Context: an optimization exercise on an open-source flow, tuned for small area, a short achievable clock period and few clock cycles. The choices shown serve that exercise and are no tape-out recipe.
Function was checked by simulation only, so behaviour that the tests miss may differ from the original.

==> flow/design.v <==
module aes_sbox_f (
    input  wire [7:0] a,
    output wire [3:0] m
);
  wire U0 = a[7], U1 = a[6], U2 = a[5], U3 = a[4],
       U4 = a[3], U5 = a[2], U6 = a[1], U7 = a[0];
  wire T1 = U0 ^ U3;
  wire T2 = U0 ^ U5;
  wire T3 = U0 ^ U6;
  wire T4 = U3 ^ U5;
  wire T5 = U4 ^ U6;
  wire T6 = T1 ^ T5;
  wire T7 = U1 ^ U2;
  wire T8 = U7 ^ T6;
  wire T9 = U7 ^ T7;
  wire T10 = T6 ^ T7;
  wire T11 = U1 ^ U5;
  wire T12 = U2 ^ U5;
  wire T13 = T3 ^ T4;
  wire T14 = T6 ^ T11;
  wire T15 = T5 ^ T11;
  wire T16 = T5 ^ T12;
  wire T17 = T9 ^ T16;
  wire T18 = U3 ^ U7;
  wire T19 = T7 ^ T18;
  wire T20 = T1 ^ T19;
  wire T21 = U6 ^ U7;
  wire T22 = T7 ^ T21;
  wire T23 = T2 ^ T22;
  wire T24 = T2 ^ T10;
  wire T25 = T20 ^ T17;
  wire T26 = T3 ^ T16;
  wire T27 = T1 ^ T12;
  wire M1 = T13 & T6;
  wire M2 = T23 & T8;
  wire M3 = T14 ^ M1;
  wire M4 = T19 & U7;
  wire M5 = M4 ^ M1;
  wire M6 = T3 & T16;
  wire M7 = T22 & T9;
  wire M8 = T26 ^ M6;
  wire M9 = T20 & T17;
  wire M10 = M9 ^ M6;
  wire M11 = T1 & T15;
  wire M12 = T4 & T27;
  wire M13 = M12 ^ M11;
  wire M14 = T2 & T10;
  wire M15 = M14 ^ M11;
  wire M16 = M3 ^ M2;
  wire M17 = M5 ^ T24;
  wire M18 = M8 ^ M7;
  wire M19 = M10 ^ M15;
  wire M20 = M16 ^ M13;
  wire M21 = M17 ^ M15;
  wire M22 = M18 ^ M13;
  wire M23 = M19 ^ T25;
  wire M24 = M22 ^ M23;
  wire M25 = M22 & M20;
  wire M26 = M21 ^ M25;
  wire M27 = M20 ^ M21;
  wire M28 = M23 ^ M25;
  wire M29 = M28 & M27;
  wire M30 = M26 & M24;
  wire M31 = M20 & M23;
  wire M32 = M27 & M31;
  wire M33 = M27 ^ M25;
  wire M34 = M21 & M22;
  wire M35 = M24 & M34;
  wire M36 = M24 ^ M25;
  assign m[3] = M21 ^ M29;
  assign m[2] = M32 ^ M33;
  assign m[1] = M23 ^ M30;
  assign m[0] = M35 ^ M36;
endmodule
module aes_sbox_b (
    input  wire [7:0] a,
    input  wire [3:0] m,
    output wire [7:0] s
);
  wire M37 = m[3], M38 = m[2], M39 = m[1], M40 = m[0];
  wire U0 = a[7], U1 = a[6], U2 = a[5], U3 = a[4],
       U4 = a[3], U5 = a[2], U6 = a[1], U7 = a[0];
  wire T1 = U0 ^ U3;
  wire T2 = U0 ^ U5;
  wire T3 = U0 ^ U6;
  wire T4 = U3 ^ U5;
  wire T5 = U4 ^ U6;
  wire T6 = T1 ^ T5;
  wire T7 = U1 ^ U2;
  wire T8 = U7 ^ T6;
  wire T9 = U7 ^ T7;
  wire T10 = T6 ^ T7;
  wire T11 = U1 ^ U5;
  wire T12 = U2 ^ U5;
  wire T13 = T3 ^ T4;
  wire T15 = T5 ^ T11;
  wire T16 = T5 ^ T12;
  wire T17 = T9 ^ T16;
  wire T18 = U3 ^ U7;
  wire T19 = T7 ^ T18;
  wire T20 = T1 ^ T19;
  wire T21 = U6 ^ U7;
  wire T22 = T7 ^ T21;
  wire T23 = T2 ^ T22;
  wire T27 = T1 ^ T12;
  wire M41 = M38 ^ M40;
  wire M42 = M37 ^ M39;
  wire M43 = M37 ^ M38;
  wire M44 = M39 ^ M40;
  wire M45 = M42 ^ M41;
  wire M46 = M44 & T6;
  wire M47 = M40 & T8;
  wire M48 = M39 & U7;
  wire M49 = M43 & T16;
  wire M50 = M38 & T9;
  wire M51 = M37 & T17;
  wire M52 = M42 & T15;
  wire M53 = M45 & T27;
  wire M54 = M41 & T10;
  wire M55 = M44 & T13;
  wire M56 = M40 & T23;
  wire M57 = M39 & T19;
  wire M58 = M43 & T3;
  wire M59 = M38 & T22;
  wire M60 = M37 & T20;
  wire M61 = M42 & T1;
  wire M62 = M45 & T4;
  wire M63 = M41 & T2;
  wire L0 = M61 ^ M62;
  wire L1 = M50 ^ M56;
  wire L2 = M46 ^ M48;
  wire L3 = M47 ^ M55;
  wire L4 = M54 ^ M58;
  wire L5 = M49 ^ M61;
  wire L6 = M62 ^ L5;
  wire L7 = M46 ^ L3;
  wire L8 = M51 ^ M59;
  wire L9 = M52 ^ M53;
  wire L10 = M53 ^ L4;
  wire L11 = M60 ^ L2;
  wire L12 = M48 ^ M51;
  wire L13 = M50 ^ L0;
  wire L14 = M52 ^ M61;
  wire L15 = M55 ^ L1;
  wire L16 = M56 ^ L0;
  wire L17 = M57 ^ L1;
  wire L18 = M58 ^ L8;
  wire L19 = M63 ^ L4;
  wire L20 = L0 ^ L1;
  wire L21 = L1 ^ L7;
  wire L22 = L3 ^ L12;
  wire L23 = L18 ^ L2;
  wire L24 = L15 ^ L9;
  wire L25 = L6 ^ L10;
  wire L26 = L7 ^ L9;
  wire L27 = L8 ^ L10;
  wire L28 = L11 ^ L14;
  wire L29 = L11 ^ L17;
  assign s[7] = L6 ^ L24;
  assign s[6] = ~(L16 ^ L26);
  assign s[5] = ~(L19 ^ L28);
  assign s[4] = L6 ^ L21;
  assign s[3] = L20 ^ L22;
  assign s[2] = L25 ^ L29;
  assign s[1] = ~(L13 ^ L27);
  assign s[0] = ~(L6 ^ L23);
endmodule
module aes256_core (
    input  wire         clk,
    input  wire         rst_n,      
    input  wire         start,      
    input  wire [255:0] key,
    input  wire [127:0] block_in,
    output wire         ready,
    output wire         done,       
    output wire [127:0] block_out
);
  reg [127:0] sa;
  reg [255:0] ka;
  reg [3:0]   ra;         
  reg         va;         
  reg [127:0] sb_in;
  reg [63:0]  sb_mid;      
  reg [255:0] kb;
  reg [15:0]  kb_mid;
  reg [3:0]   rb;
  reg         vb;
  reg [127:0] out_q;
  reg         done_q;
  reg         ready_q;
  assign ready     = ready_q;
  assign done      = done_q;
  assign block_out = out_q;
  genvar i;
  function [7:0] xtime(input [7:0] b);
    xtime = {b[6:0], 1'b0} ^ (b[7] ? 8'h1b : 8'h00);
  endfunction
  function [31:0] mix_column(input [31:0] col);
    reg [7:0] a0, a1, a2, a3;
    begin
      a0 = col[31:24]; a1 = col[23:16]; a2 = col[15:8]; a3 = col[7:0];
      mix_column[31:24] = xtime(a0) ^ (xtime(a1) ^ a1) ^ a2 ^ a3;
      mix_column[23:16] = a0 ^ xtime(a1) ^ (xtime(a2) ^ a2) ^ a3;
      mix_column[15:8]  = a0 ^ a1 ^ xtime(a2) ^ (xtime(a3) ^ a3);
      mix_column[7:0]   = (xtime(a0) ^ a0) ^ a1 ^ a2 ^ xtime(a3);
    end
  endfunction
  wire [127:0] x  = sa ^ ka[255:128];                
  wire [63:0]  xm;
  generate
    for (i = 0; i < 16; i = i + 1) begin : g_f
      aes_sbox_f u_f (.a(x[127-8*i -: 8]), .m(xm[63-4*i -: 4]));
    end
  endgenerate
  wire [31:0] kw  = ka[31:0];
  wire [31:0] kwr = ra[0] ? {kw[23:0], kw[31:24]} : kw;
  wire [15:0] kwm;
  generate
    for (i = 0; i < 4; i = i + 1) begin : g_kf
      aes_sbox_f u_f (.a(kwr[31-8*i -: 8]), .m(kwm[15-4*i -: 4]));
    end
  endgenerate
  wire [127:0] sbo;
  generate
    for (i = 0; i < 16; i = i + 1) begin : g_b
      aes_sbox_b u_b (.a(sb_in[127-8*i -: 8]), .m(sb_mid[63-4*i -: 4]),
                      .s(sbo[127-8*i -: 8]));
    end
  endgenerate
  wire [127:0] sr;
  generate
    for (i = 0; i < 16; i = i + 1) begin : g_sr
      localparam integer R = i % 4;
      localparam integer C = i / 4;
      localparam integer SRC = 4 * ((C + R) % 4) + R;
      assign sr[127-8*i -: 8] = sbo[127-8*SRC -: 8];
    end
  endgenerate
  wire [127:0] mc = {mix_column(sr[127:96]), mix_column(sr[95:64]),
                     mix_column(sr[63:32]),  mix_column(sr[31:0])};
  wire [31:0] kb_w = rb[0] ? {kb[23:0], kb[31:24]} : kb[31:0];
  wire [31:0] ksub;
  generate
    for (i = 0; i < 4; i = i + 1) begin : g_kb
      aes_sbox_b u_b (.a(kb_w[31-8*i -: 8]), .m(kb_mid[15-4*i -: 4]),
                      .s(ksub[31-8*i -: 8]));
    end
  endgenerate
  reg [7:0] rcon;
  always @(*) begin
    case (rb)
      4'd1:    rcon = 8'h01;
      4'd3:    rcon = 8'h02;
      4'd5:    rcon = 8'h04;
      4'd7:    rcon = 8'h08;
      4'd9:    rcon = 8'h10;
      4'd11:   rcon = 8'h20;
      4'd13:   rcon = 8'h40;
      default: rcon = 8'h00;
    endcase
  end
  wire [31:0] p0 = kb[255:224] ^ {rcon, 24'h0};
  wire [31:0] p1 = p0 ^ kb[223:192];
  wire [31:0] p2 = p1 ^ kb[191:160];
  wire [31:0] p3 = p2 ^ kb[159:128];
  wire [127:0] knew = {p0 ^ ksub, p1 ^ ksub, p2 ^ ksub, p3 ^ ksub};
  always @(posedge clk) begin
    sb_in  <= x;
    sb_mid <= xm;
    kb     <= ka;
    kb_mid <= kwm;
    rb     <= ra;
    out_q  <= sr ^ kb[127:0];                  
    if (ready_q) begin
      sa <= block_in;
      ka <= key;
      ra <= 4'd1;
    end else begin
      sa <= mc;
      ka <= {kb[127:0], knew};
      ra <= rb + 4'd1;
    end
    if (!rst_n) begin
      va      <= 1'b0;
      vb      <= 1'b0;
      done_q  <= 1'b0;
      ready_q <= 1'b1;
    end else begin
      vb      <= va;
      va      <= ready_q ? start : vb;
      done_q  <= vb && rb == 4'd14;
      ready_q <= !va || ra == 4'd14;
    end
  end
endmodule
export LEC_CHECK = 0
export CAP_MARGIN = 20
export CORE_MARGIN = 2
export CORE_UTILIZATION = 50
export PLACE_DENSITY = 0.6
export SETUP_SLACK_MARGIN = 4.8
export SLEW_MARGIN = 20
create_clock -name core_clock -period 8.0 [get_ports {clk}]
run.sh (not shown) runs the stock make flow with config.mk's settings and CLKGATE_MAP_FILE= SYNTH_SCRIPT=/design/flow/synth_recipe.tcl, a recipe that flattens the netlist after the stock synthesis.
Testbench counts at the start, summed over its fixed seeds: cycles 17,936.
Change:
--- a/flow/design.v
+++ b/flow/design.v
@@ -49,36 +49,19 @@
   wire M16 = M3 ^ M2;
   wire M17 = M5 ^ T24;
   wire M18 = M8 ^ M7;
   wire M19 = M10 ^ M15;
-  wire M20 = M16 ^ M13;
-  wire M21 = M17 ^ M15;
-  wire M22 = M18 ^ M13;
-  wire M23 = M19 ^ T25;
-  wire M24 = M22 ^ M23;
-  wire M25 = M22 & M20;
-  wire M26 = M21 ^ M25;
-  wire M27 = M20 ^ M21;
-  wire M28 = M23 ^ M25;
-  wire M29 = M28 & M27;
-  wire M30 = M26 & M24;
-  wire M31 = M20 & M23;
-  wire M32 = M27 & M31;
-  wire M33 = M27 ^ M25;
-  wire M34 = M21 & M22;
-  wire M35 = M24 & M34;
-  wire M36 = M24 ^ M25;
-  assign m[3] = M21 ^ M29;
-  assign m[2] = M32 ^ M33;
-  assign m[1] = M23 ^ M30;
-  assign m[0] = M35 ^ M36;
+  assign m[3] = M16 ^ M13;
+  assign m[2] = M17 ^ M15;
+  assign m[1] = M18 ^ M13;
+  assign m[0] = M19 ^ T25;
 endmodule
 module aes_sbox_b (
     input  wire [7:0] a,
     input  wire [3:0] m,
     output wire [7:0] s
 );
-  wire M37 = m[3], M38 = m[2], M39 = m[1], M40 = m[0];
+  wire M20 = m[3], M21 = m[2], M22 = m[1], M23 = m[0];
   wire U0 = a[7], U1 = a[6], U2 = a[5], U3 = a[4],
        U4 = a[3], U5 = a[2], U6 = a[1], U7 = a[0];
   wire T1 = U0 ^ U3;
   wire T2 = U0 ^ U5;
@@ -102,8 +85,25 @@
   wire T21 = U6 ^ U7;
   wire T22 = T7 ^ T21;
   wire T23 = T2 ^ T22;
   wire T27 = T1 ^ T12;
+  wire M24 = M22 ^ M23;
+  wire M25 = M22 & M20;
+  wire M26 = M21 ^ M25;
+  wire M27 = M20 ^ M21;
+  wire M28 = M23 ^ M25;
+  wire M29 = M28 & M27;
+  wire M30 = M26 & M24;
+  wire M31 = M20 & M23;
+  wire M32 = M27 & M31;
+  wire M33 = M27 ^ M25;
+  wire M34 = M21 & M22;
+  wire M35 = M24 & M34;
+  wire M36 = M24 ^ M25;
+  wire M37 = M21 ^ M29;
+  wire M38 = M32 ^ M33;
+  wire M39 = M23 ^ M30;
+  wire M40 = M35 ^ M36;
   wire M41 = M38 ^ M40;
   wire M42 = M37 ^ M39;
   wire M43 = M37 ^ M38;
   wire M44 = M39 ^ M40;
@@ -178,10 +178,11 @@
   reg [127:0] sa;
   reg [255:0] ka;
   reg [3:0]   ra;         
   reg         va;         
+  reg         fa;         
   reg [127:0] sb_in;
-  reg [63:0]  sb_mid;      
+  reg [63:0]  sb_mid;
   reg [255:0] kb;
   reg [15:0]  kb_mid;
   reg [3:0]   rb;
   reg         vb;
@@ -204,9 +205,11 @@
       mix_column[15:8]  = a0 ^ a1 ^ xtime(a2) ^ (xtime(a3) ^ a3);
       mix_column[7:0]   = (xtime(a0) ^ a0) ^ a1 ^ a2 ^ xtime(a3);
     end
   endfunction
-  wire [127:0] x  = sa ^ ka[255:128];                
+  wire [127:0] mc = {mix_column(sa[127:96]), mix_column(sa[95:64]),
+                     mix_column(sa[63:32]),  mix_column(sa[31:0])};
+  wire [127:0] x  = (fa ? sa : mc) ^ ka[255:128];    
   wire [63:0]  xm;
   generate
     for (i = 0; i < 16; i = i + 1) begin : g_f
       aes_sbox_f u_f (.a(x[127-8*i -: 8]), .m(xm[63-4*i -: 4]));
@@ -235,10 +238,8 @@
       localparam integer SRC = 4 * ((C + R) % 4) + R;
       assign sr[127-8*i -: 8] = sbo[127-8*SRC -: 8];
     end
   endgenerate
-  wire [127:0] mc = {mix_column(sr[127:96]), mix_column(sr[95:64]),
-                     mix_column(sr[63:32]),  mix_column(sr[31:0])};
   wire [31:0] kb_w = rb[0] ? {kb[23:0], kb[31:24]} : kb[31:0];
   wire [31:0] ksub;
   generate
     for (i = 0; i < 4; i = i + 1) begin : g_kb
@@ -274,12 +275,14 @@
     if (ready_q) begin
       sa <= block_in;
       ka <= key;
       ra <= 4'd1;
+      fa <= 1'b1;
     end else begin
-      sa <= mc;
+      sa <= sr;
       ka <= {kb[127:0], knew};
       ra <= rb + 4'd1;
+      fa <= 1'b0;
     end
     if (!rst_n) begin
       va      <= 1'b0;
       vb      <= 1'b0;
Outcome: The new run finished with timing, DRC and antenna clean. Final cell count came out higher by about 0.7%. Design area shrinks by about 6%. Clock-buffer cell count drops by 2. Sequential cell count went up by 1. Synthesized cell count came out higher by 5.9%. Worst setup slack is better by 180 ps. Worst hold slack is about the same. Clock skew stays flat. Die area climbs by about 4.6%. Non-clock buffer count shrinks by 359. Wire length grows by 2.0%.
Testbench counts after the change, summed over its fixed seeds: cycles 17,936.

## separate check: timing with driven ports
Ports are ideal in the flow. The routed layouts listed here were re-timed in OpenROAD.
Step 1 assumes that a clkbuf_16 drives the clock port and a buf_2 every other input.
Step 2 also shifts input and output timing later by t, the mid clock arrival at the registers, as if the neighbouring blocks saw the same clock.
a / b / c = no drivers / after step 1 / after step 2; a / b = the first two.
| run | t (ns) | setup slack, ns | clock arrival spread, ns |
|---|---|---|---|
| the first run | 0.812 | 4.431 / 4.431 / 4.431 | 0.056 / 0.056 |
| the second run | 0.841 | 4.615 / 4.615 / 4.615 | 0.055 / 0.055 |
After both steps setup and hold are still met in every run listed.
